What follows belongs to an exercise in optimizing a design on an open flow for small area and a short achievable clock period; a production flow would make more cautious choices.
Function was checked by simulation only, so behaviour that the tests miss may differ from the original.
Power figures rest on the tool's default switching activity, not on a simulated workload.

$ cat config.mk
export PLATFORM = sky130hd
export DESIGN_NAME = la_writeback
export DESIGN_NICKNAME = la_writeback
export VERILOG_FILES = /design/flow/design.v
export SDC_FILE = /design/flow/constraint.sdc
export NUM_CORES = 4
export LEC_CHECK = 0
export CAP_MARGIN = 20
export CELL_PAD_IN_SITES_DETAIL_PLACEMENT = 1
export CELL_PAD_IN_SITES_GLOBAL_PLACEMENT = 2
export CORE_MARGIN = 2
export CORE_UTILIZATION = 20
export GPL_ROUTABILITY_DRIVEN = 1
export SLEW_MARGIN = 20
$ cat constraint.sdc
create_clock -name core_clock -period 26.0 [get_ports {clk}]
set_input_delay 5.2000 -clock core_clock [delete_from_list [all_inputs] [get_ports {clk}]]
set_output_delay 5.2000 -clock core_clock [all_outputs]
set_load 0.01 [all_outputs]
$ cat design.v
module la_wb_pos #(
    parameter HI = 1
) (
    input  wire [127:0] x,
    output wire [6:0]   pos,
    output wire         nz
);
    wire [127:0] vl [0:7];
    wire [895:0] pl [0:7];
    assign vl[0] = x;
    assign pl[0] = 896'd0;
    genvar k, j;
    generate
        for (k = 0; k < 7; k = k + 1) begin : lvl
            for (j = 0; j < (128 >> (k + 1)); j = j + 1) begin : node
                wire vh = vl[k][2*j+1];
                wire vo = vl[k][2*j];
                wire [6:0] ph = pl[k][(2*j+1)*7 +: 7];
                wire [6:0] po = pl[k][(2*j)*7 +: 7];
                assign vl[k+1][j] = vh | vo;
                if (HI) begin : hi
                    assign pl[k+1][j*7 +: 7] = vh ? (ph | (7'd1 << k)) : po;
                end else begin : lo
                    assign pl[k+1][j*7 +: 7] = vo ? po : (ph | (7'd1 << k));
                end
            end
            assign vl[k+1][127:(128 >> (k + 1))] = 0;
            assign pl[k+1][895:(128 >> (k + 1))*7] = 0;
        end
    endgenerate
    assign pos = pl[7][6:0];
    assign nz  = vl[7][0];
endmodule
module la_writeback (
    input  wire         clk,
    input  wire         rst,
    input  wire         in_valid,
    input  wire [1:0]   in_cls,      
    input  wire         in_sat,      
    input  wire [127:0] in_v,        
    input  wire [9:0]   in_g,        
    input  wire [7:0]   in_oshift,   
    input  wire [3:0]   in_dfmt,     
    input  wire [1:0]   in_rnd,      
    input  wire         in_ovf,      
    input  wire [31:0]  in_r,        
    output reg          out_valid,
    output reg  [31:0]  out_d,
    output reg  [2:0]   out_flags    
);
    localparam F_FP32 = 3'd0;
    localparam F_BF16 = 3'd1;
    localparam F_FP16 = 3'd2;
    localparam F_E4M3 = 3'd3;
    localparam F_E5M2 = 3'd4;
    localparam F_INT  = 3'd5;
    reg         s0_valid;
    reg [1:0]   s0_cls;
    reg         s0_sat;
    reg [127:0] s0_v;
    reg [9:0]   s0_g;
    reg [7:0]   s0_osh;
    reg [3:0]   s0_dfmt;
    reg [1:0]   s0_rnd;
    reg         s0_ovf;
    reg [31:0]  s0_r;
    always @(posedge clk) begin
        if (rst)
            s0_valid <= 1'b0;
        else
            s0_valid <= in_valid;
        s0_cls  <= in_cls;
        s0_sat  <= in_sat;
        s0_v    <= in_v;
        s0_g    <= in_g;
        s0_osh  <= in_oshift;
        s0_dfmt <= in_dfmt;
        s0_rnd  <= in_rnd;
        s0_ovf  <= in_ovf;
        s0_r    <= in_r;
    end
    reg  [2:0] fa;           
    reg  [4:0] ta;           
    reg  [7:0] biasa;
    reg  [8:0] eflim;        
    always @(*) begin
        case (s0_dfmt)
            4'h1:    begin fa = F_BF16; ta = 5'd7;  biasa = 8'd127; eflim = 9'd255; end
            4'h2:    begin fa = F_FP16; ta = 5'd10; biasa = 8'd15;  eflim = 9'd31;  end
            4'h3:    begin fa = F_E4M3; ta = 5'd3;  biasa = 8'd7;   eflim = 9'd16;  end
            4'h4:    begin fa = F_E5M2; ta = 5'd2;  biasa = 8'd15;  eflim = 9'd31;  end
            4'h9:    begin fa = F_INT;  ta = 5'd0;  biasa = 8'd0;   eflim = 9'd0;   end
            default: begin fa = F_FP32; ta = 5'd23; biasa = 8'd127; eflim = 9'd255; end
        endcase
    end
    wire ia = (fa == F_INT);
    wire         nega = s0_v[127];
    wire [127:0] ua   = s0_v ^ {128{nega}};
    wire [127:0] maga = nega ? (~s0_v + 128'd1) : s0_v;
    wire [6:0] pu, tz;
    wire       u_nz, v_nz;
    la_wb_pos #(.HI(1)) u_lead  (.x(ua),   .pos(pu), .nz(u_nz));
    la_wb_pos #(.HI(0)) u_trail (.x(s0_v), .pos(tz), .nz(v_nz));
    wire       pow2 = nega & u_nz & ((pu + 7'd1) == tz);
    wire [7:0] p    = {1'b0, pu} + {7'd0, pow2};
    wire signed [12:0] e_x  = {{3{s0_g[9]}}, s0_g} + {{5{s0_osh[7]}}, s0_osh};
    wire signed [12:0] kfl  = 13'sd1 - $signed({5'd0, biasa}) - e_x;    
    wire signed [12:0] kint = 13'sd32 - e_x;                            
    wire signed [12:0] kx   = ia ? kint : kfl;
    wire               cmp  = $signed({5'd0, p}) >= kx;
    wire signed [12:0] as_s = kfl - $signed({8'd0, ta}) + 13'sd32;
    wire [7:0] a_s   = (as_s > 13'sd192) ? 8'd192 : as_s[7:0];
    wire [7:0] a_int = (kint < 13'sd0) ? 8'd0 : (kint > 13'sd192) ? 8'd192 : kint[7:0];
    wire [7:0] a_n   = p + 8'd32 - {3'd0, ta};
    wire [7:0] a     = ia ? a_int : (cmp ? a_n : a_s);
    wire signed [12:0] efa  = $signed({5'd0, p}) + e_x + $signed({5'd0, biasa});
    wire               hga  = ia ? cmp : (cmp && (efa >= $signed({4'd0, eflim})));
    wire [7:0]         efr  = cmp ? efa[7:0] : 8'd0;
    wire [8:0] tz9 = {2'd0, tz};
    wire stka = (tz9 + 9'd33) < {1'b0, a};
    wire inxa = (tz9 + 9'd32) < {1'b0, a};
    wire [191:0] x0 = {maga, 64'd0};
    wire [191:0] x1 = a[7] ? {128'd0, x0[191:128]} : x0;
    wire [127:0] x2 = a[6] ? x1[191:64] : x1[127:0];
    wire [94:0]  x3 = a[5] ? x2[126:32] : x2[94:0];
    reg         sa_valid;
    reg [94:0]  sa_x;
    reg [4:0]   sa_a;
    reg         sa_stk, sa_inx;
    reg [7:0]   sa_ef;
    reg         sa_hg;
    reg [2:0]   sa_f;
    reg [1:0]   sa_cls;
    reg         sa_sat;
    reg         sa_zero;
    reg         sa_neg;
    reg [1:0]   sa_rnd;
    reg         sa_ovf;
    reg [31:0]  sa_r;
    always @(posedge clk) begin
        if (rst)
            sa_valid <= 1'b0;
        else
            sa_valid <= s0_valid;
        sa_x    <= x3;
        sa_a    <= a[4:0];
        sa_stk  <= stka;
        sa_inx  <= inxa;
        sa_ef   <= efr;
        sa_hg   <= hga;
        sa_f    <= fa;
        sa_cls  <= s0_cls;
        sa_sat  <= s0_sat;
        sa_zero <= ~v_nz;
        sa_neg  <= nega;
        sa_rnd  <= s0_rnd;
        sa_ovf  <= s0_ovf;
        sa_r    <= s0_r;
    end
    wire [78:0] x4 = sa_a[4] ? sa_x[94:16] : sa_x[78:0];
    wire [70:0] x5 = sa_a[3] ? x4[78:8]    : x4[70:0];
    wire [66:0] x6 = sa_a[2] ? x5[70:4]    : x5[66:0];
    wire [64:0] x7 = sa_a[1] ? x6[66:2]    : x6[64:0];
    wire [63:0] y  = sa_a[0] ? x7[64:1]    : x7[63:0];
    wire [31:0] kept = y[63:32];
    wire [31:0] frac = y[31:0];
    wire        rbit = y[31];
    wire        lsb  = y[32];
    reg up;
    always @(*) begin
        case (sa_rnd)
            2'd1:    up = 1'b0;
            2'd2:    up = (sa_r < frac);
            default: up = rbit & (sa_stk | lsb);
        endcase
    end
    wire ib = (sa_f == F_INT);
    reg [31:0] base;
    reg        eqb, gtb;     
    always @(*) begin
        case (sa_f)
            F_BF16: begin
                base = {17'd0, sa_ef, y[38:32]};
                eqb  = (sa_ef == 8'd254) && (&y[38:32]);
                gtb  = 1'b0;
            end
            F_FP16: begin
                base = {17'd0, sa_ef[4:0], y[41:32]};
                eqb  = (sa_ef[4:0] == 5'd30) && (&y[41:32]);
                gtb  = 1'b0;
            end
            F_E4M3: begin
                base = {25'd0, sa_ef[3:0], y[34:32]};
                eqb  = (sa_ef[3:0] == 4'd15) && (y[34:32] == 3'b110);
                gtb  = (sa_ef[3:0] == 4'd15) && (y[34:32] == 3'b111);
            end
            F_E5M2: begin
                base = {25'd0, sa_ef[4:0], y[33:32]};
                eqb  = (sa_ef[4:0] == 5'd30) && (&y[33:32]);
                gtb  = 1'b0;
            end
            F_INT: begin
                base = kept ^ {32{sa_neg}};
                eqb  = 1'b0;
                gtb  = 1'b0;
            end
            default: begin
                base = {1'b0, sa_ef, y[54:32]};
                eqb  = (sa_ef == 8'd254) && (&y[54:32]);
                gtb  = 1'b0;
            end
        endcase
    end
    wire [31:0] rsum = base + {31'd0, up ^ (ib & sa_neg)};
    wire fp_ovf = sa_hg || gtb || (eqb && up) ||
                  ((sa_rnd == 2'd1) && eqb && sa_inx) ||
                  ((sa_rnd == 2'd0) && eqb && rbit && !up);
    wire int_ovf = sa_hg ||
                   (!sa_neg && (kept[31] || ((&kept[30:0]) && up))) ||
                   ( sa_neg && kept[31] && ((|kept[30:0]) || up));
    reg        has_inf;
    reg [31:0] sign_bit, big_bits, inf_bits, nan_bits;
    always @(*) begin
        has_inf = 1'b1;
        case (sa_f)
            F_BF16: begin sign_bit = 32'h0000_8000; big_bits = 32'h0000_7F7F; inf_bits = 32'h0000_7F80; nan_bits = 32'h0000_7FC0; end
            F_FP16: begin sign_bit = 32'h0000_8000; big_bits = 32'h0000_7BFF; inf_bits = 32'h0000_7C00; nan_bits = 32'h0000_7E00; end
            F_E4M3: begin sign_bit = 32'h0000_0080; big_bits = 32'h0000_007E; inf_bits = 32'h0000_007F; nan_bits = 32'h0000_007F; has_inf = 1'b0; end
            F_E5M2: begin sign_bit = 32'h0000_0080; big_bits = 32'h0000_007B; inf_bits = 32'h0000_007C; nan_bits = 32'h0000_007E; end
            F_INT:  begin sign_bit = 32'h8000_0000; big_bits = 32'h7FFF_FFFF; inf_bits = 32'h7FFF_FFFF; nan_bits = 32'h8000_0000; end
            default: begin sign_bit = 32'h8000_0000; big_bits = 32'h7F7F_FFFF; inf_bits = 32'h7F80_0000; nan_bits = 32'h7FC0_0000; end
        endcase
    end
    wire        x_neg     = (sa_cls == 2'd0) ? sa_neg : (sa_cls == 2'd3);
    wire [31:0] sgn       = x_neg ? sign_bit : 32'd0;
    wire [31:0] int_clamp = x_neg ? 32'h8000_0000 : 32'h7FFF_FFFF;
    reg [31:0] d;
    reg [2:0]  flags;
    always @(*) begin
        d     = 32'd0;
        flags = 3'b000;
        if (sa_cls == 2'd1) begin
            d     = nan_bits;
            flags = ib ? 3'b110 : 3'b100;
        end else if (sa_sat) begin
            d     = ib ? int_clamp : (sgn | big_bits);
            flags = 3'b001;
        end else if (sa_cls != 2'd0) begin
            if (ib) begin
                d     = int_clamp;
                flags = 3'b010;
            end else if (sa_ovf) begin
                d     = sgn | big_bits;
                flags = 3'b001;
            end else if (has_inf) begin
                d     = sgn | inf_bits;
                flags = 3'b000;
            end else begin
                d     = nan_bits;
                flags = 3'b110;
            end
        end else if (sa_zero) begin
            d     = 32'd0;
            flags = 3'b000;
        end else if (ib) begin
            d     = int_ovf ? int_clamp : rsum;
            flags = {2'b00, int_ovf};
        end else if (fp_ovf) begin
            if (has_inf && (sa_rnd != 2'd1) && !sa_ovf)
                d = sgn | inf_bits;
            else
                d = sgn | big_bits;
            flags = 3'b001;
        end else begin
            d     = sgn | rsum;
            flags = 3'b000;
        end
    end
    always @(posedge clk) begin
        if (rst)
            out_valid <= 1'b0;
        else
            out_valid <= sa_valid;
        out_d     <= d;
        out_flags <= flags;
    end
endmodule
$ cat run.sh
#!/bin/bash
# synth_recipe.tcl (not shown) runs the flow's synth.tcl, then flattens the netlist and writes it again
# the make line also repeats each setting of config.mk as NAME=value (left out here)
make -C /OpenROAD-flow-scripts/flow DESIGN_CONFIG=/design/flow/config.mk WORK_HOME=/design/flow/orfs CLKGATE_MAP_FILE= SYNTH_SCRIPT=/design/flow/synth_recipe.tcl finish
==> results.json, run 1 <==
{
  "yosys_most_used_dff": "dfxtp_1",
  "clk_pin_slew_worst_paths_ns": 0.06,
  "final-max-slew-violation-count": 0,
  "route.detailed.wl_per_inst_um": 25.74,
  "mappedNetlistArea_mm2": 0.03186,
  "numPortBuffers": 226,
  "pin_count": 227,
  "cp-startpoint": "s0_v[127]$_DFF_P_",
  "gp_routability_congestion": 0.9880,
  "cap_viol_max_count": 0,
  "synth_async_sr_flop_share_pct": 0,
  "dp_hpwl_mm": 124.2,
  "routed_via_density": 5.255,
  "placeableCoreArea_mm2": 0.1584,
  "timing.fmax_ghz": 0.09403,
  "setup-violations-final": 0,
  "dr.first_iter.drc_count": 2923,
  "r2r-start": "s0_v[127]$_DFF_P_",
  "synth_edf_count": 0,
  "critPathMaxStageDelay_ns": 0.72,
  "antenna-diode-count": 0,
  "maximum_number_of_pins_on_one_net_before_global_route_repair": 84,
  "rsz0062_at_grt": "no",
  "max_root_sink_buffers": 3,
  "worstPathArrival_ns": 11.20,
  "outcome": "complete, no violations",
  "fin_worst_skew_ns": 0.03376,
  "overall_routing_resource_usage_pct": 18.67,
  "final_design_area_no_fill_mm2": 0.03772,
  "period_utilisation_layout_pct": 40.90,
  "fin_crit_ns": 10.64,
  "clock_tree_from_tritoncts": "yes",
  "die-width_um": 403.2,
  "synthesis.instances": 3935,
  "gr-total-overflow": 0,
  "ant_nets": 0,
  "post_cts.resized_instances": 0,
  "synthesis.yosys.warnings": 3,
  "worstPathMaxFanout": 83,
  "floorplan.initialDensity_pct": 20.12,
  "fp.dieH_um": 403.2,
  "cts.root.buffer_cell": "clkbuf_16",
  "vias_in_the_first_global_route": 31991,
  "placed_area_mm2": 0.03582,
  "flow.area_growth_from_synthesis_pct": 18.37,
  "synth.ff_latch_count": 380,
  "holdBufCountCts": 0,
  "dr_total_vias": 31972,
  "cp-end-kind": "register",
  "holdCritPathClass": "reg2reg",
  "rows": 146,
  "route.detailed.drc": 0,
  "cts_buf_count": 51,
  "cts_sinks": 380,
  "synth.distinct_cells": 106,
  "fraction_of_the_yosys_area_taken_by_sequential_cells_pct": 23.87,
  "insertion_delay_of_the_later_clocked_pin_in_the_worst_skew_pair_ns": 0.68,
  "htree_num_levels": 2,
  "design.die.area_mm2": 0.1625,
  "worst-endpoint-required_ns": 26.56,
  "crit_path_top_delay_cell": "nand2_1",
  "tightest_slew_ns": 1.210,
  "worst_slew_margin_relative_to_its_limit_pct": 18.79,
  "finalHoldViolations": 0,
  "post_cts.repair.setup_buffers": 0,
  "hold_start": "s0_r[14]$_DFF_P_",
  "nNetsFinal": 4304,
  "drt_wl_total_mm": 156.6,
  "antenna_found_initial": 1,
  "drt-pass1-iter-count": 5,
  "path_class": "reg2reg",
  "vdd_drop_max_uv": 65.09,
  "post_route_cells_drive_above_1_share_pct": 10.29,
  "cellLeakagePower_nw": 13.68,
  "worstSetupStartpointType": "register",
  "synth_area_per_cell_um2": 8.098,
  "setup_total_negative_slack_ns": 0,
  "grt_pass1_wl_mm": 228.3,
  "power.density_mw_per_mm2": 110.4
}
## cell usage in the layout, fill, tap and decap left out, types with 45 or more instances in the layout
master           Yosys  final
ha_1               132    132
or3_1               46     46
dfxtp_1            380    374
nor2_1             340    340
nand3_1            136    136
nand2_1            393    393
xor2_1              79     79
a31oi_1             54     54
nor2b_1             48     48
nand2b_1            50     50
nor3_1             112    112
clkdlybuf4s50_1      0    226
o21ai_0            218    218
a21oi_1            249    249
buf_4               10     45
mux4_2             128    128
o211ai_1            48     48
xnor2_1            134    134
o22ai_1             56     56
clkbuf_16            0     52
o31ai_1             61     61
mux2i_1            142    142
inv_1              132    130
## synth_stat cells, types with 32 or more instances
| library cell | number | area (µm²) |
|---|---|---|
| nand2_1 | 393 | 1475 |
| dfxtp_1 | 380 | 7607 |
| nor2_1 | 340 | 1276 |
| a21oi_1 | 249 | 1246 |
| o21ai_0 | 218 | 1091 |
| clkbuf_1 | 171 | 641.9 |
| mux2i_1 | 142 | 1421 |
| nand3_1 | 136 | 680.7 |
| xnor2_1 | 134 | 1174 |
| ha_1 | 132 | 1652 |
| inv_1 | 132 | 495.5 |
| mux4_2 | 128 | 2883 |
| nor3_1 | 112 | 560.5 |
| xor2_1 | 79 | 691.9 |
| buf_2 | 66 | 330.3 |
| o31ai_1 | 61 | 457.9 |
| o22ai_1 | 56 | 350.3 |
| a31oi_1 | 54 | 337.8 |
| nand2b_1 | 50 | 312.8 |
| nor2b_1 | 48 | 300.3 |
| o211ai_1 | 48 | 360.4 |
| or3_1 | 46 | 287.8 |
| or4_1 | 42 | 315.3 |
| mux2_2 | 40 | 450.4 |
| or2_2 | 40 | 250.2 |
| a211oi_1 | 37 | 277.8 |
| a21o_1 | 37 | 277.8 |
| buf_1 | 36 | 135.1 |
| o221ai_1 | 34 | 297.8 |
| nand4_1 | 32 | 200.2 |
## final cells by class
type                            instances  area [µm²]
Multi-Input combinational cell       3127       22490
Timing Repair Buffer                  271        2600
Sequential cell                       380        7630
Inverter                              138       518.0
Fill cell                           18632      120700
Tap cell                             2072        2592
Clock inverter                         36       506.7
Clock buffer                           60        1381
## kinds of logic (layout without fill, tap and decap cells)
family | count (synthesis) | in the layout | synth area share (%)
AOI/OAI and AO/OA | 1081 | 1081 | 22.63
and+or+nand+nor | 1375 | 1375 | 21.04
buffers and inverters | 428 | 505 | 5.584
xor gates and xnor gates | 214 | 214 | 5.925
muxes | 310 | 310 | 14.92
DFF | 380 | 380 | 23.87
adders and majority gates | 147 | 147 | 6.031
## final timing paths
kind | end | slack (ns) | depth (start not counted)
min | sa_r[14]$_DFF_P_ | 0.32 | 0
min reg2reg | sa_r[14]$_DFF_P_ | 0.32 | 0
max | sa_x[62]$_DFF_P_ | 15.36 | 38
max reg2reg | sa_x[62]$_DFF_P_ | 15.36 | 38
## report_power, final
part	switching [W]	total (W)	internal [W]
clock network	0.000319	0.000795	0.000477
registers	0.000233	0.000921	0.000687
logic	0.00150	0.00245	0.000950
## layer usage
layer  up-vias  global-route usage [%]  part of all wire [%]
li1      14667                       -                     -
met5         -                       0                0.0083
met2      1036                   29.09                    44
met4         2                   6.722                   3.8
met3       225                   2.908                   5.8
met1     16042                   25.94                    46
## critical path, delay by kind of cell, from the launching register on
family | cells | cell delay (ns)
compound gates | 15 | 3.95
xor+xnor | 1 | 0.20
fa+ha+maj | 3 | 0.89
buf+inv | 4 | 1.67
flops | 1 | 0.42
mux | 1 | 0.22
simple gates | 14 | 3.04
## stage by stage
step | setup WS (ns) | instances | hold slack [ns] | utilization, % | total power [W]
finish | 15.36 | 6084 | 0.3193 | 23.81 | 0.004164
global route | 14.61 | 6084 | 0.3359 | 23.81 | 0.004439
CTS | 15.34 | 6084 | 0.3236 | 23.81 | 0.004172
detailed placement | 15.38 | 5988 | 0.3132 | 22.62 | 0.003352
global placement | 15.62 | 5988 | 0.3116 | 22.62 | 0.003334
floorplan | 17.57 | 3935 | 0.3096 | - | 0.002540
## sequential cells by signal (all words and copies together), names as in the netlist, 3 cells and up
signal     flops
s0_v         128
sa_x          95
out_d         32
s0_r          32
sa_r          32
s0_g          10
s0_osh         8
sa_ef          8
sa_a           5
s0_dfmt        4
out_flags      3
sa_f           3
==> run 2: changes to the inputs <==
--- a/design.v
+++ b/design.v
@@ -97,3 +97,3 @@
     wire         nega = s0_v[127];
-    wire [127:0] ua   = s0_v ^ {128{nega}};
+    wire [127:0] ua   = (s0_v ^ {128{nega}}) | {127'd0, nega};
     wire [127:0] maga = nega ? (~s0_v + 128'd1) : s0_v;
@@ -103,4 +103,3 @@
     la_wb_pos #(.HI(0)) u_trail (.x(s0_v), .pos(tz), .nz(v_nz));
-    wire       pow2 = nega & u_nz & ((pu + 7'd1) == tz);
-    wire [7:0] p    = {1'b0, pu} + {7'd0, pow2};
+    wire       pow2 = nega & ((pu + 7'd1) == tz);
     wire signed [12:0] e_x  = {{3{s0_g[9]}}, s0_g} + {{5{s0_osh[7]}}, s0_osh};
@@ -108,4 +107,4 @@
     wire signed [12:0] kint = 13'sd32 - e_x;                            
-    wire signed [12:0] kx   = ia ? kint : kfl;
-    wire               cmp  = $signed({5'd0, p}) >= kx;
+    wire signed [12:0] ebs  = e_x + $signed({5'd0, biasa});
+    wire               nrm  = $signed({6'd0, pu}) >= kfl;
     wire signed [12:0] as_s = kfl - $signed({8'd0, ta}) + 13'sd32;
@@ -113,18 +112,13 @@
     wire [7:0] a_int = (kint < 13'sd0) ? 8'd0 : (kint > 13'sd192) ? 8'd192 : kint[7:0];
-    wire [7:0] a_n   = p + 8'd32 - {3'd0, ta};
-    wire [7:0] a     = ia ? a_int : (cmp ? a_n : a_s);
-    wire signed [12:0] efa  = $signed({5'd0, p}) + e_x + $signed({5'd0, biasa});
-    wire               hga  = ia ? cmp : (cmp && (efa >= $signed({4'd0, eflim})));
-    wire [7:0]         efr  = cmp ? efa[7:0] : 8'd0;
-    wire [8:0] tz9 = {2'd0, tz};
-    wire stka = (tz9 + 9'd33) < {1'b0, a};
-    wire inxa = (tz9 + 9'd32) < {1'b0, a};
-    wire [191:0] x0 = {maga, 64'd0};
-    wire [191:0] x1 = a[7] ? {128'd0, x0[191:128]} : x0;
-    wire [127:0] x2 = a[6] ? x1[191:64] : x1[127:0];
-    wire [94:0]  x3 = a[5] ? x2[126:32] : x2[94:0];
+    wire [7:0] a_n   = {1'b0, pu} + (8'd32 - {3'd0, ta});
+    wire [7:0] a     = ia ? a_int : (nrm ? a_n : a_s);
+    wire signed [12:0] p13  = $signed({6'd0, pu}) + $signed({12'd0, pow2});
+    wire signed [12:0] efa  = p13 + ebs;
+    wire               nrm2 = p13 >= kfl;    
+    wire               hga  = ia ? (p13 >= kint) : (nrm2 && (efa >= $signed({4'd0, eflim})));
+    wire [7:0]         efr  = nrm2 ? efa[7:0] : 8'd0;
     reg         sa_valid;
-    reg [94:0]  sa_x;
-    reg [4:0]   sa_a;
-    reg         sa_stk, sa_inx;
+    reg [127:0] sa_mag;
+    reg [7:0]   sa_a;
+    reg [6:0]   sa_tz;
     reg [7:0]   sa_ef;
@@ -144,6 +138,5 @@
             sa_valid <= s0_valid;
-        sa_x    <= x3;
-        sa_a    <= a[4:0];
-        sa_stk  <= stka;
-        sa_inx  <= inxa;
+        sa_mag  <= maga;
+        sa_a    <= a;
+        sa_tz   <= tz;
         sa_ef   <= efr;
@@ -159,7 +152,11 @@
     end
-    wire [78:0] x4 = sa_a[4] ? sa_x[94:16] : sa_x[78:0];
-    wire [70:0] x5 = sa_a[3] ? x4[78:8]    : x4[70:0];
-    wire [66:0] x6 = sa_a[2] ? x5[70:4]    : x5[66:0];
-    wire [64:0] x7 = sa_a[1] ? x6[66:2]    : x6[64:0];
-    wire [63:0] y  = sa_a[0] ? x7[64:1]    : x7[63:0];
+    wire [191:0] x0 = {sa_mag, 64'd0};
+    wire [191:0] x1 = sa_a[7] ? {128'd0, x0[191:128]} : x0;
+    wire [126:0] x2 = sa_a[6] ? x1[190:64] : x1[126:0];
+    wire [94:0]  x3 = sa_a[5] ? x2[126:32] : x2[94:0];
+    wire [78:0]  x4 = sa_a[4] ? x3[94:16]  : x3[78:0];
+    wire [70:0]  x5 = sa_a[3] ? x4[78:8]   : x4[70:0];
+    wire [66:0]  x6 = sa_a[2] ? x5[70:4]   : x5[66:0];
+    wire [64:0]  x7 = sa_a[1] ? x6[66:2]   : x6[64:0];
+    wire [63:0]  y  = sa_a[0] ? x7[64:1]   : x7[63:0];
     wire [31:0] kept = y[63:32];
@@ -168,2 +165,5 @@
     wire        lsb  = y[32];
+    wire [8:0] tz9  = {2'd0, sa_tz};
+    wire       stk  = (tz9 + 9'd33) < {1'b0, sa_a};
+    wire       inx  = (tz9 + 9'd32) < {1'b0, sa_a};
     reg up;
@@ -173,6 +173,6 @@
             2'd2:    up = (sa_r < frac);
-            default: up = rbit & (sa_stk | lsb);
+            default: up = rbit & (stk | lsb);
         endcase
     end
-    wire ib = (sa_f == F_INT);
+    wire ibb = (sa_f == F_INT);
     reg [31:0] base;
@@ -213,9 +213,45 @@
     end
-    wire [31:0] rsum = base + {31'd0, up ^ (ib & sa_neg)};
-    wire fp_ovf = sa_hg || gtb || (eqb && up) ||
-                  ((sa_rnd == 2'd1) && eqb && sa_inx) ||
-                  ((sa_rnd == 2'd0) && eqb && rbit && !up);
-    wire int_ovf = sa_hg ||
-                   (!sa_neg && (kept[31] || ((&kept[30:0]) && up))) ||
-                   ( sa_neg && kept[31] && ((|kept[30:0]) || up));
+    reg         sb_valid;
+    reg [31:0]  sb_base;
+    reg         sb_up, sb_rbit, sb_inx, sb_eqb, sb_gtb;
+    reg         sb_k31, sb_kall, sb_kany;
+    reg         sb_hg;
+    reg [2:0]   sb_f;
+    reg [1:0]   sb_cls;
+    reg         sb_sat;
+    reg         sb_zero;
+    reg         sb_neg;
+    reg [1:0]   sb_rnd;
+    reg         sb_ovf;
+    always @(posedge clk) begin
+        if (rst)
+            sb_valid <= 1'b0;
+        else
+            sb_valid <= sa_valid;
+        sb_base <= base;
+        sb_up   <= up;
+        sb_rbit <= rbit;
+        sb_inx  <= inx;
+        sb_eqb  <= eqb;
+        sb_gtb  <= gtb;
+        sb_k31  <= kept[31];
+        sb_kall <= &kept[30:0];
+        sb_kany <= |kept[30:0];
+        sb_hg   <= sa_hg;
+        sb_f    <= sa_f;
+        sb_cls  <= sa_cls;
+        sb_sat  <= sa_sat;
+        sb_zero <= sa_zero;
+        sb_neg  <= sa_neg;
+        sb_rnd  <= sa_rnd;
+        sb_ovf  <= sa_ovf;
+    end
+    wire ib = (sb_f == F_INT);
+    wire [31:0] rsum = sb_base + {31'd0, sb_up ^ (ib & sb_neg)};
+    wire fp_ovf = sb_hg || sb_gtb || (sb_eqb && sb_up) ||
+                  ((sb_rnd == 2'd1) && sb_eqb && sb_inx) ||
+                  ((sb_rnd == 2'd0) && sb_eqb && sb_rbit && !sb_up);
+    wire int_ovf = sb_hg ||
+                   (!sb_neg && (sb_k31 || (sb_kall && sb_up))) ||
+                   ( sb_neg && sb_k31 && (sb_kany || sb_up));
     reg        has_inf;
@@ -224,3 +260,3 @@
         has_inf = 1'b1;
-        case (sa_f)
+        case (sb_f)
             F_BF16: begin sign_bit = 32'h0000_8000; big_bits = 32'h0000_7F7F; inf_bits = 32'h0000_7F80; nan_bits = 32'h0000_7FC0; end
@@ -233,3 +269,3 @@
     end
-    wire        x_neg     = (sa_cls == 2'd0) ? sa_neg : (sa_cls == 2'd3);
+    wire        x_neg     = (sb_cls == 2'd0) ? sb_neg : (sb_cls == 2'd3);
     wire [31:0] sgn       = x_neg ? sign_bit : 32'd0;
@@ -241,9 +277,9 @@
         flags = 3'b000;
-        if (sa_cls == 2'd1) begin
+        if (sb_cls == 2'd1) begin
             d     = nan_bits;
             flags = ib ? 3'b110 : 3'b100;
-        end else if (sa_sat) begin
+        end else if (sb_sat) begin
             d     = ib ? int_clamp : (sgn | big_bits);
             flags = 3'b001;
-        end else if (sa_cls != 2'd0) begin
+        end else if (sb_cls != 2'd0) begin
             if (ib) begin
@@ -251,3 +287,3 @@
                 flags = 3'b010;
-            end else if (sa_ovf) begin
+            end else if (sb_ovf) begin
                 d     = sgn | big_bits;
@@ -261,3 +297,3 @@
             end
-        end else if (sa_zero) begin
+        end else if (sb_zero) begin
             d     = 32'd0;
@@ -268,3 +304,3 @@
         end else if (fp_ovf) begin
-            if (has_inf && (sa_rnd != 2'd1) && !sa_ovf)
+            if (has_inf && (sb_rnd != 2'd1) && !sb_ovf)
                 d = sgn | inf_bits;
@@ -282,3 +318,3 @@
         else
-            out_valid <= sa_valid;
+            out_valid <= sb_valid;
         out_d     <= d;
==> run 2 against run 1 <==
  * Synthesized cell count fell by 3.3%
  * Maximum frequency rose by 14%
  * Global-route usage fell by 2.4 points
  * First-iteration DRC count fell by 24%
  * Power fell by 1.9%
  * Clock power rose by 6.4%
  * Area after synthesis rose by 1.5%
  * Cell count fell by 0.74%
  * Count of clock-buffer cells in the layout rose by 12
  * Sequential power barely moved
  * Worst hold slack got worse by 0.060 ns
  * Combinational power fell by 5%
  * Critical endpoint is now sa_hg$_DFF_P_
  * Largest cell class unchanged
==> results.json, run 2 <==
{
  "crit_path_top_delay_cell": "buf_4",
  "overall_routing_resource_usage_pct": 16.23,
  "fraction_of_the_yosys_area_taken_by_sequential_cells_pct": 29.33,
  "finalHoldViolations": 0,
  "worst_slew_margin_relative_to_its_limit_pct": 25.03,
  "timing.fmax_ghz": 0.1071,
  "insertion_delay_of_the_later_clocked_pin_in_the_worst_skew_pair_ns": 0.69,
  "regToRegSetupSlack_ns": 16.66,
  "rows": 147,
  "cts_buf_count": 56,
  "drt-pass1-iter-count": 6,
  "drt_wl_total_mm": 137.4,
  "fill_cells": 18816,
  "synthesis.instances": 3804,
  "fin_crit_ns": 9.336,
  "synth_top_area_share_pct": 29.33,
  "setup_total_negative_slack_ns": 0,
  "antenna_found_initial": 10,
  "numPortBuffers": 226,
  "critPathMaxStageDelay_ns": 0.73,
  "outcome": "complete, no violations",
  "routed_via_density": 4.859,
  "floorplan.initialDensity_pct": 20.15,
  "final-max-slew-violation-count": 0,
  "synth.largest_area_cell": "dfxtp_1",
  "synthesis.yosys.warnings": 3,
  "synth_async_sr_flop_share_pct": 0,
  "maximum_number_of_pins_on_one_net_before_global_route_repair": 74,
  "holdCritPathClass": "reg2reg",
  "dp_hpwl_mm": 111.0,
  "post-synth-top-count-cell": "dfxtp_1",
  "die-width_um": 406.2,
  "worstPathMaxFanout": 73,
  "worstSetupStartpointType": "register",
  "tightest_slew_ns": 1.116,
  "clk_pin_slew_worst_paths_ns": 0.07,
  "fin_worst_skew_ns": 0.07318,
  "instances_no_fill": 6039,
  "nNetsFinal": 4178,
  "gr-total-overflow": 0,
  "place.detailed.instances": 5933,
  "post_route_cells_drive_above_1_share_pct": 8.873,
  "setup-violations-final": 0,
  "worst-path-buf-inv": 5,
  "mappedNetlistArea_mm2": 0.03236,
  "synth.distinct_cells": 106,
  "pin_count": 227,
  "final-seq-area_mm2": 0.009500,
  "netlist_top_cells_count": "474 x dfxtp_1, 362 x nor2_1, 251 x nand2_1",
  "holdBufCountCts": 0,
  "grt_pass1_wl_mm": 202.8,
  "clock_tree_from_tritoncts": "yes",
  "rsz0062_at_grt": "no",
  "fp.dieH_um": 406.2,
  "gp_routability_congestion": 0.9019,
  "worstPathArrival_ns": 9.85,
  "largest_registers": "s0_v (128), sa_mag (128)",
  "design.die.area_mm2": 0.1650,
  "multi_input_comb_area_mm2": 0.02101,
  "worst-endpoint-required_ns": 26.52,
  "cts_sinks": 474,
  "route.detailed.wl_per_inst_um": 22.75,
  "synth.ff_latch_count": 474,
  "max_root_sink_buffers": 3,
  "cts.root.buffer_cell": "clkbuf_16",
  "path_class": "reg2reg",
  "post_cts.resized_instances": 0,
  "cell_repeated_most_along_the_worst_path": "ha_1",
  "leading_cell_types_in_the_layout_fill_and_taps_excluded": "469 x dfxtp_1, 362 x nor2_1, 251 x nand2_1",
  "post_cts.repair.setup_buffers": 0,
  "power.density_mw_per_mm2": 106.5,
  "synth_area_per_cell_um2": 8.506,
  "dr_total_vias": 29345,
  "period_utilisation_layout_pct": 35.91,
  "cp-end-kind": "register",
  "placeableCoreArea_mm2": 0.1606,
  "dr.first_iter.drc_count": 2211,
  "final_common_cell": "dfxtp_1",
  "critPathTopFamily": "compound AO/OA/AOI/OAI gates",
  "synth_edf_count": 0,
  "ant_nets": 0,
  "synth.top_cells.by_area": "dfxtp_1 29%, mux2i_1 6.7%, mux4_2 5.6%",
  "cellLeakagePower_nw": 14.59,
  "htree_num_levels": 2,
  "route.detailed.drc": 0,
  "cap_viol_max_count": 0,
  "vdd_drop_max_uv": 67.22,
  "flow.area_growth_from_synthesis_pct": 18.56,
  "yosys_most_used_dff": "dfxtp_1",
  "vias_in_the_first_global_route": 30076
}
## run 2: cell count changes after synthesis, sizes merged, moves of 45 or more
cell and delta:
nand2 -142, nand3 -45, dfxtp +94, mux4 -47
mux2i +74, xnor2 +49, a22o +69
## run 2: final timing paths
path                          end               from  depth (start not counted)
setup reg to reg    sa_hg$_DFF_P_  s0_v[127]$_DFF_P_                         33
hold / removal    sa_r[9]$_DFF_P_    s0_r[9]$_DFF_P_                          0
hold reg to reg   sa_r[9]$_DFF_P_    s0_r[9]$_DFF_P_                          0
setup / recovery    sa_hg$_DFF_P_  s0_v[127]$_DFF_P_                         33
## run 2: kinds of logic (layout without fill, tap and decap cells)
logic type / Yosys count / count (layout) / share of synthesized area (%)
buffers and inverters: 444 / 517 / 5.800
AND/OR/NAND/NOR: 1158 / 1158 / 17.68
other: 0 / 2 / 0
adder cells (fa/ha/maj): 156 / 156 / 6.287
XOR/XNOR: 230 / 230 / 6.226
AO/OA/AOI/OAI: 1013 / 1013 / 21.25
multiplexers: 329 / 329 / 13.43
flip-flops: 474 / 474 / 29.33
## run 2: power breakdown
group          switching, W  leakage, nW  internal, W
clock network      0.000342        0.988     0.000504
registers          0.000105         3.99     0.000816
logic               0.00140         9.62     0.000922
## run 2: stage by stage
| stage | util, % | hold slack (ns) | total power (W) | instance area, µm² | setup WS [ns] |
|---|---|---|---|---|---|
| 6_report | 23.89 | 0.2598 | 0.004086 | 38360 | 16.66 |
| 5_1_grt | 23.89 | 0.2832 | 0.004367 | 38360 | 15.96 |
| 4_1_cts | 23.89 | 0.2725 | 0.004125 | 38360 | 16.73 |
| 3_5_place_dp | 22.62 | 0.3132 | 0.003250 | 36320 | 16.76 |
| 3_3_place_gp | 22.62 | 0.3125 | 0.003236 | 36320 | 16.95 |
| 2_1_floorplan | - | 0.3096 | 0.002519 | 32360 | 18.12 |
## run 2: routing by layer
metal  routed length, µm  vias to the layer above  global-route usage [%]  part of all wire [%]
li1                    -                    13952                       -                     -
met1               66600                    14551                   22.78                    48
met2               61300                      682                   26.05                    45
met3                5792                      158                   1.965                   4.2
met4                3668                        2                   4.357                   2.7
met5                   9                        -                       0                0.0066
## run 2: worst register-to-register path, delay by kind of cell, from the launching register on
| kind | cells | cell delay, ns |
|---|---|---|
| adder cells (fa/ha/maj) | 7 | 2.16 |
| AND/OR/NAND/NOR | 4 | 0.62 |
| AO/OA/AOI/OAI | 17 | 3.93 |
| flip-flops | 1 | 0.63 |
| buffers and inverters | 5 | 1.81 |
## run 2: final cells by class
cell class | count | share of cell area [%]
diodes | 2 | 0.01305
clock buffers | 72 | 4.123
clock inverters | 32 | 1.200
inverters | 151 | 1.497
multi-input cells | 2886 | 54.76
flip-flops and latches | 474 | 24.76
well taps | 2160 | 7.045
repair buffers | 262 | 6.601
==> run 3: changes to the inputs <==
--- a/design.v
+++ b/design.v
@@ -97,9 +97,7 @@
     wire         nega = s0_v[127];
-    wire [127:0] ua   = (s0_v ^ {128{nega}}) | {127'd0, nega};
-    wire [127:0] maga = nega ? (~s0_v + 128'd1) : s0_v;
+    wire [127:0] ua   = s0_v ^ {128{nega}};      
     wire [6:0] pu, tz;
     wire       u_nz, v_nz;
-    la_wb_pos #(.HI(1)) u_lead  (.x(ua),   .pos(pu), .nz(u_nz));
+    la_wb_pos #(.HI(1)) u_lead  (.x(ua), .pos(pu), .nz(u_nz));
     la_wb_pos #(.HI(0)) u_trail (.x(s0_v), .pos(tz), .nz(v_nz));
-    wire       pow2 = nega & ((pu + 7'd1) == tz);
     wire signed [12:0] e_x  = {{3{s0_g[9]}}, s0_g} + {{5{s0_osh[7]}}, s0_osh};
@@ -107,4 +105,6 @@
     wire signed [12:0] kint = 13'sd32 - e_x;                            
+    wire signed [12:0] khg  = $signed({4'd0, eflim}) - $signed({5'd0, biasa}) - e_x;
     wire signed [12:0] ebs  = e_x + $signed({5'd0, biasa});
     wire               nrm  = $signed({6'd0, pu}) >= kfl;
+    wire               m1   = nega & ~u_nz;    
     wire signed [12:0] as_s = kfl - $signed({8'd0, ta}) + 13'sd32;
@@ -114,12 +114,12 @@
     wire [7:0] a     = ia ? a_int : (nrm ? a_n : a_s);
-    wire signed [12:0] p13  = $signed({6'd0, pu}) + $signed({12'd0, pow2});
-    wire signed [12:0] efa  = p13 + ebs;
-    wire               nrm2 = p13 >= kfl;    
-    wire               hga  = ia ? (p13 >= kint) : (nrm2 && (efa >= $signed({4'd0, eflim})));
-    wire [7:0]         efr  = nrm2 ? efa[7:0] : 8'd0;
+    wire hga = ia ? ($signed({6'd0, pu}) >= kint) :
+               (nrm && (m1 ? (khg < 13'sd0) : ($signed({6'd0, pu}) >= khg)));
     reg         sa_valid;
-    reg [127:0] sa_mag;
+    reg [127:0] sa_u;
     reg [7:0]   sa_a;
     reg [6:0]   sa_tz;
-    reg [7:0]   sa_ef;
+    reg [6:0]   sa_pu;
+    reg [7:0]   sa_ebs;
+    reg         sa_m1;
+    reg         sa_nrm;
     reg         sa_hg;
@@ -138,6 +138,9 @@
             sa_valid <= s0_valid;
-        sa_mag  <= maga;
+        sa_u    <= ua;
         sa_a    <= a;
         sa_tz   <= tz;
-        sa_ef   <= efr;
+        sa_pu   <= pu;
+        sa_ebs  <= ebs[7:0];
+        sa_m1   <= m1;
+        sa_nrm  <= nrm;
         sa_hg   <= hga;
@@ -152,3 +155,3 @@
     end
-    wire [191:0] x0 = {sa_mag, 64'd0};
+    wire [191:0] x0 = {sa_u, {64{sa_neg}}};
     wire [191:0] x1 = sa_a[7] ? {128'd0, x0[191:128]} : x0;
@@ -161,9 +164,16 @@
     wire [63:0]  y  = sa_a[0] ? x7[64:1]   : x7[63:0];
+    wire [7:0] efa   = {1'b0, sa_pu} + sa_ebs - {7'd0, sa_m1};
+    wire [7:0] sa_ef = sa_nrm ? efa : 8'd0;
     wire [31:0] kept = y[63:32];
     wire [31:0] frac = y[31:0];
-    wire        rbit = y[31];
-    wire        lsb  = y[32];
     wire [8:0] tz9  = {2'd0, sa_tz};
+    wire       cw   = sa_neg & ((tz9 + 9'd64) >= {1'b0, sa_a});
     wire       stk  = (tz9 + 9'd33) < {1'b0, sa_a};
     wire       inx  = (tz9 + 9'd32) < {1'b0, sa_a};
+    wire       f31  = &frac[30:0];
+    wire       cy   = cw & f31 & frac[31];       
+    wire       rbit = frac[31] ^ (cw & f31);
+    wire       lsb  = y[32] ^ cy;
+    wire [32:0] srd = {1'b0, frac} - {1'b0, sa_r} + {32'd0, cw};
+    wire        srup = ~srd[32] & (srd[31:0] != 32'd0) & ~cy;
     reg up;
@@ -172,3 +182,3 @@
             2'd1:    up = 1'b0;
-            2'd2:    up = (sa_r < frac);
+            2'd2:    up = srup;
             default: up = rbit & (stk | lsb);
@@ -215,3 +225,3 @@
     reg [31:0]  sb_base;
-    reg         sb_up, sb_rbit, sb_inx, sb_eqb, sb_gtb;
+    reg         sb_up, sb_cy, sb_rbit, sb_inx, sb_eqb, sb_gtb;
     reg         sb_k31, sb_kall, sb_kany;
@@ -231,3 +241,4 @@
         sb_base <= base;
-        sb_up   <= up;
+        sb_up   <= up | cy;
+        sb_cy   <= cy;
         sb_rbit <= rbit;
@@ -251,4 +262,4 @@
     wire fp_ovf = sb_hg || sb_gtb || (sb_eqb && sb_up) ||
-                  ((sb_rnd == 2'd1) && sb_eqb && sb_inx) ||
-                  ((sb_rnd == 2'd0) && sb_eqb && sb_rbit && !sb_up);
+                  (!sb_cy && (sb_rnd == 2'd1) && sb_eqb && sb_inx) ||
+                  (!sb_cy && (sb_rnd == 2'd0) && sb_eqb && sb_rbit && !sb_up);
     wire int_ovf = sb_hg ||
==> flow/run.sh (new file) <==
#!/bin/bash
set -euo pipefail
bash standard.sh \
    SETUP_SLACK_MARGIN=19.7 \
    "BUFFER_PORTS_ARGS=-buffer_cell sky130_fd_sc_hd__buf_1" \
    finish > flow.log 2>&1
==> standard.sh (new file) <==
#!/bin/bash
# synth_recipe.tcl (not shown) runs the flow's synth.tcl, then flattens the netlist and writes it again
# the make line also repeats each setting of config.mk as NAME=value (left out here)
make -C /OpenROAD-flow-scripts/flow DESIGN_CONFIG=/design/flow/config.mk WORK_HOME=/design/flow/orfs CLKGATE_MAP_FILE= SYNTH_SCRIPT=/design/flow/synth_recipe.tcl "${@:-finish}"
removed: run.sh
==> run 3 against run 2 <==
  * Routed wire length increased by 15%
  * Synthesized cell count increased by 4.7%
  * Non-clock buffer count increased by 98
  * Power increased by 57%
  * Critical path type is now reg2out
  * Register-to-register slack improved by 3.0 ns
  * Flip-flop and latch count increased by 9
  * Core utilization increased by 0.98 points
  * Clock skew increased by 0.012 ns
  * Maximum frequency increased by 47%
  * Area after synthesis increased by 4.3%
  * Still clean
  * Critical endpoint is now out_valid
==> results.json, run 3 <==
{
  "fraction_of_the_yosys_area_taken_by_sequential_cells_pct": 28.65,
  "design_power_total_w": 0.006411,
  "final-seq-area_mm2": 0.009721,
  "synth.distinct_cells": 91,
  "clk_pin_slew_worst_paths_ns": 0.06,
  "tightest_slew_ns": 1.095,
  "use_met3_pct": 2.523,
  "route.detailed.drc": 0,
  "grt_pass1_wl_mm": 226.9,
  "r2r-start": "sa_a[6]$_DFF_P_",
  "rsz0062_at_grt": "yes",
  "dr.first_iter.drc_count": 2525,
  "numPortBuffers": 226,
  "max_root_sink_buffers": 3,
  "synth.top_cells.by_area": "dfxtp_1 29%, ha_1 7.1%, mux4_2 5.2%",
  "synthesis.instances": 3984,
  "gr-total-overflow": 0,
  "synth.ff_latch_count": 483,
  "die-width_um": 414.8,
  "number_of_flip_flops_under_the_largest_register_name": 128,
  "hold_ws_ns": 0.3230,
  "nNetsFinal": 4579,
  "largest_registers": "s0_v (128), sa_u (127)",
  "htree_num_levels": 2,
  "critPathMaxStageDelay_ns": 0.32,
  "synth_edf_count": 0,
  "period_utilisation_layout_pct": 24.36,
  "worstPathArrival_ns": 1.13,
  "dr_total_vias": 32846,
  "setup-violations-final": 0,
  "rows": 150,
  "finalWorstSetupSlack_ns": 19.67,
  "final_common_cell": "dfxtp_1",
  "reg2reg_depth": 22,
  "holdBufCountCts": 0,
  "leading_cell_types_in_the_layout_fill_and_taps_excluded": "454 x dfxtp_1, 280 x nand2_1, 268 x nor2_1",
  "path_cells": "buf_6",
  "fin_worst_skew_ns": 0.08494,
  "synth_top_area_share_pct": 28.65,
  "design.die.area_mm2": 0.1720,
  "pin_count": 227,
  "route.detailed.wl_per_inst_um": 24.45,
  "worst_slew_margin_relative_to_its_limit_pct": 25.82,
  "setup_total_negative_slack_ns": 0,
  "drt-pass1-iter-count": 6,
  "post-synth-top-count-cell": "dfxtp_1",
  "overall_routing_resource_usage_pct": 17.31,
  "top_register": "s0_v",
  "cellLeakagePower_nw": 16.27,
  "path_class": "reg2out",
  "crit_path_top_delay_cell": "dfxtp_2",
  "detailedPlace.worstSlack_ns": 17.70,
  "outcome": "complete, no violations",
  "synth.largest_area_cell": "dfxtp_1",
  "global_route.peak_usage_layer": "met2",
  "global_route.usage.met2_pct": 27.70,
  "worst-path-buf-inv": 1,
  "grt.met1_usage_pct": 23.47,
  "gp_routability_congestion": 0.9436,
  "holdPathEnd": "sa_r[11]$_DFF_P_",
  "r2r-end": "sb_up$_DFF_P_",
  "cts_buf_count": 58,
  "maximum_number_of_pins_on_one_net_before_global_route_repair": 68,
  "multi_input_comb_area_mm2": 0.02344,
  "cts_sinks": 483,
  "mappedNetlistArea_mm2": 0.03375,
  "synth_area_per_cell_um2": 8.470,
  "power.density_mw_per_mm2": 154.0,
  "placeableCoreArea_mm2": 0.1674,
  "post_route_cells_drive_above_1_share_pct": 15.70,
  "fin_crit_ns": 6.334,
  "routed_via_density": 5.100,
  "antenna_found_initial": 2,
  "floorplan.initialDensity_pct": 20.16,
  "vdd_drop_max_uv": 62.01,
  "cts.root.buffer_cell": "clkbuf_16",
  "worstPathMaxFanout": 1,
  "vias_in_the_first_global_route": 32793,
  "cp-end-kind": "output pin",
  "worst-endpoint-required_ns": 20.80,
  "worstSetupStartpointType": "register",
  "instances_no_fill": 6440,
  "synth_async_sr_flop_share_pct": 0,
  "dp_hpwl_mm": 120.7,
  "yosys_most_used_dff": "dfxtp_1",
  "drt_wl_total_mm": 157.5,
  "flow.area_growth_from_synthesis_pct": 23.40,
  "netlist_top_cells_count": "483 x dfxtp_1, 282 x nand2_1, 272 x nor2_1",
  "min_path_cells": 0,
  "holdCritPathClass": "reg2reg",
  "hold_start": "s0_r[11]$_DFF_P_",
  "finalHoldViolations": 0,
  "timing.fmax_ghz": 0.1579,
  "insertion_delay_of_the_later_clocked_pin_in_the_worst_skew_pair_ns": 0.74,
  "synthesis.yosys.warnings": 3,
  "regToRegSetupSlack_ns": 19.67,
  "fill_cells": 19661,
  "antenna-diode-count": 0,
  "place.detailed.instances": 6240,
  "ant_nets": 0,
  "critPathTopFamily": "flip-flops",
  "cap_viol_max_count": 0,
  "fp.dieH_um": 414.8,
  "clock_tree_from_tritoncts": "yes",
  "final-max-slew-violation-count": 0
}
## run 3: changes by cell type in the layout (fill, tap and decap cells not counted), moves of 32 or more
cell	before	now
xor2_1	47	146
buf_4	36	87
nor2_1	362	268
a22o_1	82	12
mux2i_1	216	140
mux2_2	32	64
buf_1	0	190
inv_1	139	242
xnor2_1	183	77
clkdlybuf4s50_1	226	0
## run 3: through the flow
| stage | cell area [µm²] | utilization, % |
|---|---|---|
| 2_1_floorplan | 33770 | - |
| 3_3_place_gp | 36790 | 21.98 |
| 3_5_place_dp | 36810 | 21.99 |
| 4_1_cts | 39940 | 23.86 |
| 5_1_grt | 41640 | 24.87 |
| 6_report | 41640 | 24.87 |
## run 3: layer usage
metal | share of wire [%] | wire (µm)
met5 | 0.0044 | 7
met4 | 4.1 | 6380
met3 | 6.0 | 9506
met2 | 45 | 70590
met1 | 45 | 70990
## run 3: layout make-up
type	count	share of cell area, %
multi-input combinational	3031	56.29
timing repair buffer	360	6.388
clock inverter	33	1.130
tap	2204	6.622
sequential	483	23.34
clock buffer	75	3.903
inverter	254	2.326
## run 3: kinds of logic after synthesis
family	synth area share [%]
flip-flops	28.65
other	0.01111
AO/OA/AOI/OAI	23.45
adder cells (fa/ha/maj)	7.593
XOR/XNOR	5.892
multiplexers	11.94
buffers and inverters	5.625
AND/OR/NAND/NOR	16.83
## run 3: worst max path at each step
stage | to | start | cells after the start
after global routing | sb_up$_DFF_P_ | sa_a[6]$_DFF_P_ | 22
after CTS | out_d[23] | out_d[23]$_DFF_P_ | 1
after detailed placement | sb_up$_DFF_P_ | sa_a[6]$_DFF_P_ | 21
after global placement | sb_up$_DFF_P_ | sa_a[6]$_DFF_P_ | 20
final | out_valid | out_valid$_SDFF_PP0_ | 1
after floorplan | sb_up$_DFF_P_ | sa_a[1]$_DFF_P_ | 30
## run 3: where the power goes
| part | leakage, nW | internal, W | switching (W) | total (W) |
|---|---|---|---|---|
| Clock | 1.01 | 0.000516 | 0.000366 | 0.000883 |
| Combinational | 11.2 | 0.00184 | 0.00273 | 0.00457 |
| Sequential | 4.07 | 0.000834 | 0.000120 | 0.000955 |
| Total | 16.3 | 0.00319 | 0.00322 | 0.00641 |
## run 3: what timing repair did
action / 4_1_cts / 5_1_grt
setup buffers: 30 / 48
gates cloned: 4 / 10
pin swaps: 10 / 42
gates resized for setup: 177 / 192
endpoints found under the setup margin: 47 / 46
==> run 4: changes to the inputs <==
--- a/design.v
+++ b/design.v
@@ -33,2 +33,26 @@
 endmodule
+module la_wb_cmp (
+    input  wire [31:0] a,
+    input  wire [31:0] b,
+    output wire        lt,
+    output wire        eq
+);
+    wire [31:0] l [0:5];
+    wire [31:0] e [0:5];
+    assign l[0] = ~a & b;
+    assign e[0] = ~(a ^ b);
+    genvar k, j;
+    generate
+        for (k = 0; k < 5; k = k + 1) begin : lvl
+            for (j = 0; j < (32 >> (k + 1)); j = j + 1) begin : node
+                assign l[k+1][j] = l[k][2*j+1] | (e[k][2*j+1] & l[k][2*j]);
+                assign e[k+1][j] = e[k][2*j+1] & e[k][2*j];
+            end
+            assign l[k+1][31:(32 >> (k + 1))] = 0;
+            assign e[k+1][31:(32 >> (k + 1))] = 0;
+        end
+    endgenerate
+    assign lt = l[5][0];
+    assign eq = e[5][0];
+endmodule
 module la_writeback (
@@ -176,4 +200,5 @@
     wire       lsb  = y[32] ^ cy;
-    wire [32:0] srd = {1'b0, frac} - {1'b0, sa_r} + {32'd0, cw};
-    wire        srup = ~srd[32] & (srd[31:0] != 32'd0) & ~cy;
+    wire        sr_lt, sr_eq;
+    la_wb_cmp u_srcmp (.a(sa_r), .b(frac), .lt(sr_lt), .eq(sr_eq));
+    wire        srup = (sr_lt | (cw & sr_eq)) & ~cy;
     reg up;
--- a/config.mk
+++ b/config.mk
@@ -7,2 +7,3 @@
 export LEC_CHECK = 0
+export ABC_AREA = 1
 export CAP_MARGIN = 20
@@ -11,3 +12,3 @@
 export CORE_MARGIN = 2
-export CORE_UTILIZATION = 20
+export CORE_UTILIZATION = 40
 export GPL_ROUTABILITY_DRIVEN = 1
==> run 4 against run 3 <==
  * Core utilization is 21 points higher
  * Synthesized cell count increased by 11%
  * Die area is 55% lower
  * Critical path type unchanged
  * Non-clock buffer count fell by 100
  * Routed wire length is 20% lower
  * Maximum frequency is 1.0% higher
  * Count of clock-buffer cells in the layout down 10
==> results.json, run 4 <==
{
  "finalHoldViolations": 0,
  "die-width_um": 279.4,
  "timing.fmax_ghz": 0.1595,
  "critPathMaxStageDelay_ns": 0.31,
  "vdd_drop_max_uv": 80.76,
  "synth_async_sr_flop_share_pct": 0,
  "routed_via_density": 5.482,
  "cts.root.buffer_cell": "clkbuf_16",
  "min_path_cells": 0,
  "synth_area_per_cell_um2": 6.858,
  "cts_sinks": 483,
  "synth_edf_count": 0,
  "antenna_found_initial": 1,
  "dr.first_iter.drc_count": 2232,
  "holdBufCountCts": 0,
  "outcome": "complete, no violations",
  "synth.distinct_cells": 73,
  "clock_tree_from_tritoncts": "yes",
  "ant_nets": 0,
  "critical_path_depth": 1,
  "synthesis.yosys.warnings": 4,
  "largest_registers": "s0_v (128), sa_u (127)",
  "tightest_slew_ns": 1.137,
  "mappedNetlistArea_mm2": 0.03033,
  "netlist_top_cells_count": "1004 x nand2_1, 790 x nand3_1, 483 x dfxtp_1",
  "floorplan.initialDensity_pct": 40.61,
  "worst_slew_margin_relative_to_its_limit_pct": 23.26,
  "gp_routability_congestion": 0.9714,
  "fraction_of_the_yosys_area_taken_by_sequential_cells_pct": 31.88,
  "reg2reg_depth": 22,
  "overall_routing_resource_usage_pct": 31.78,
  "route.detailed.wl_per_inst_um": 22.65,
  "power.density_mw_per_mm2": 123.4,
  "rsz0062_at_grt": "yes",
  "synth.largest_area_cell": "dfxtp_1",
  "cellLeakagePower_nw": 15.81,
  "synth_top_area_share_pct": 31.88,
  "numPortBuffers": 226,
  "critPathTopFamily": "flip-flops",
  "period_utilisation_layout_pct": 24.11,
  "synth.ff_latch_count": 483,
  "cap_viol_max_count": 0,
  "design.die.area_mm2": 0.07805,
  "r2r-start": "sa_a[7]$_DFF_P_",
  "flow.area_growth_from_synthesis_pct": 11.77,
  "post_route_cells_drive_above_1_share_pct": 6.768,
  "vias_in_the_first_global_route": 30480,
  "rows": 100,
  "insertion_delay_of_the_later_clocked_pin_in_the_worst_skew_pair_ns": 0.65,
  "fin_worst_skew_ns": 0.05078,
  "cp-end-kind": "output pin",
  "crit_path_top_delay_cell": "dfxtp_1",
  "placeableCoreArea_mm2": 0.07470,
  "hold_start": "s0_r[4]$_DFF_P_",
  "number_of_flip_flops_under_the_largest_register_name": 128,
  "placed_area_mm2": 0.03179,
  "antenna-diode-count": 0,
  "worstPathArrival_ns": 1.07,
  "worst-endpoint-required_ns": 20.80,
  "fp.dieH_um": 279.4,
  "worst-path-buf-inv": 1,
  "nNetsFinal": 4930,
  "max_root_sink_buffers": 3,
  "top_register": "s0_v",
  "clk_pin_slew_worst_paths_ns": 0.06,
  "synth.top_cells.by_area": "dfxtp_1 32%, nand3_1 13%, nand2_1 12%",
  "path_class": "reg2out",
  "path_cells": "buf_2",
  "regToRegSetupSlack_ns": 20.11,
  "pin_count": 227,
  "final_common_cell": "nand2_1",
  "setup-violations-final": 0,
  "post-synth-top-count-cell": "nand2_1",
  "maximum_number_of_pins_on_one_net_before_global_route_repair": 75,
  "fin_crit_ns": 6.269,
  "final_design_area_no_fill_mm2": 0.03390,
  "post-route-util_pct": 45.39,
  "htree_num_levels": 2,
  "final-max-slew-violation-count": 0,
  "worstPathMaxFanout": 1,
  "dp_hpwl_mm": 103.5,
  "dr_total_vias": 30584,
  "yosys_most_used_dff": "dfxtp_1",
  "cts_buf_count": 53,
  "cp-startpoint": "out_d[19]$_SDFF_PP0_",
  "worstSetupStartpointType": "register",
  "leading_cell_types_in_the_layout_fill_and_taps_excluded": "1004 x nand2_1, 790 x nand3_1, 457 x dfxtp_1",
  "route.detailed.drc": 0,
  "grt_pass1_wl_mm": 189.3,
  "synthesis.instances": 4423,
  "drt-pass1-iter-count": 5,
  "holdCritPathClass": "reg2reg",
  "drt_wl_total_mm": 126.3,
  "setup_total_negative_slack_ns": 0,
  "gr-total-overflow": 0
}
-- run 4: cell families (layout without fill, tap and decap cells) --
group           Yosys count  after routing  share of synthesized area, %
mux                       2              2                       0.06600
xor+xnor                200            200                         6.332
other cells               1              2                       0.01236
buf+inv                 639            825                         8.675
compound gates          610            610                         11.83
fa+ha+maj               172            172                         7.268
flops                   483            483                         31.88
simple gates           2316           2316                         33.94
-- run 4: final timing paths --
check,endpoint
min,sa_r[4]$_DFF_P_
max reg2reg,sb_up$_DFF_P_
min reg2reg,sa_r[4]$_DFF_P_
max,out_d[19]
-- run 4: repair_timing --
item / 4_1_cts / 5_1_grt
buffers inserted: 0 / 1
gates resized for setup: 46 / 25
setup endpoints to repair: 46 / 26
-- run 4: power breakdown --
part	leakage, nW	switching, W	internal, W
clock network	0.931	0.000334	0.000481
registers	4.06	0.0000872	0.000834
logic	10.8	0.00175	0.000696
total	15.8	0.00217	0.00201
-- run 4: area by class of cell --
| class | count | area, µm² |
|---|---|---|
| Sequential cell | 483 | 9704 |
| Timing Repair Buffer | 260 | 1260 |
| Clock inverter | 33 | 476.7 |
| Inverter | 467 | 1755 |
| Fill cell | 9755 | 40790 |
| Multi-Input combinational cell | 3302 | 18050 |
| Tap cell | 969 | 1212 |
| Clock buffer | 65 | 1441 |
-- run 4: per-layer routing --
metal / share of wire, % / track usage (%) / up-vias
met3: 4.7 / 3.078 / 149
met2: 46 / 53.39 / 782
li1: - / - / 14986
met1: 46 / 43.32 / 14667
met4: 2.9 / 8.981 / 0
met5: 0 / 0 / -
-- run 4: metrics by stage --
stage	hold WS (ns)	std cells	setup WS, ns	total power (W)
3_3_place_gp	0.3107	5480	19.33	0.003316
4_1_cts	0.3244	5578	19.69	0.004163
3_5_place_dp	0.3138	5480	19.23	0.003335
6_report	0.3226	5579	19.73	0.004182
2_1_floorplan	0.3096	4424	20.47	0.002536
5_1_grt	0.3284	5579	19.70	0.004503

-- static timing again, ports no longer ideal --
The results above use ideal ports. As a check the final layouts listed here were re-extracted and re-timed, cells and wires unchanged.
Step 1: set_driving_cell puts a clkbuf_16 on clk and a buf_2 on each other input, an assumption about the parent block.
Step 2, shift: input delay + t, output delay - t, t = (earliest + latest rising clock arrival at the registers) / 2. This alone moves slack from input paths to output paths.
Slacks: ideal ports / drivers / drivers and shift; pairs: ideal ports / drivers.
| run | shift t [ns] | setup WS [ns] | hold WS [ns] | worst setup path at the end | worst slew at a driven data input, ns |
|---|---|---|---|---|---|
| run 1 | 0.732 | 15.365 / 15.365 / 15.365 | 0.319 / 0.319 / 0.319 | register to register | 0.06 |
| run 2 | 0.728 | 16.664 / 16.664 / 16.664 | 0.260 / 0.260 / 0.260 | register to register | 0.09 |
| run 3 | 0.771 | 19.666 / 19.589 / 19.673 | 0.323 / 0.323 / 0.323 | register to register | 0.09 |
| run 4 | 0.699 | 19.731 / 19.660 / 20.113 | 0.323 / 0.323 / 0.323 | register to register | 0.07 |
After both steps setup and hold are still met in every run listed.
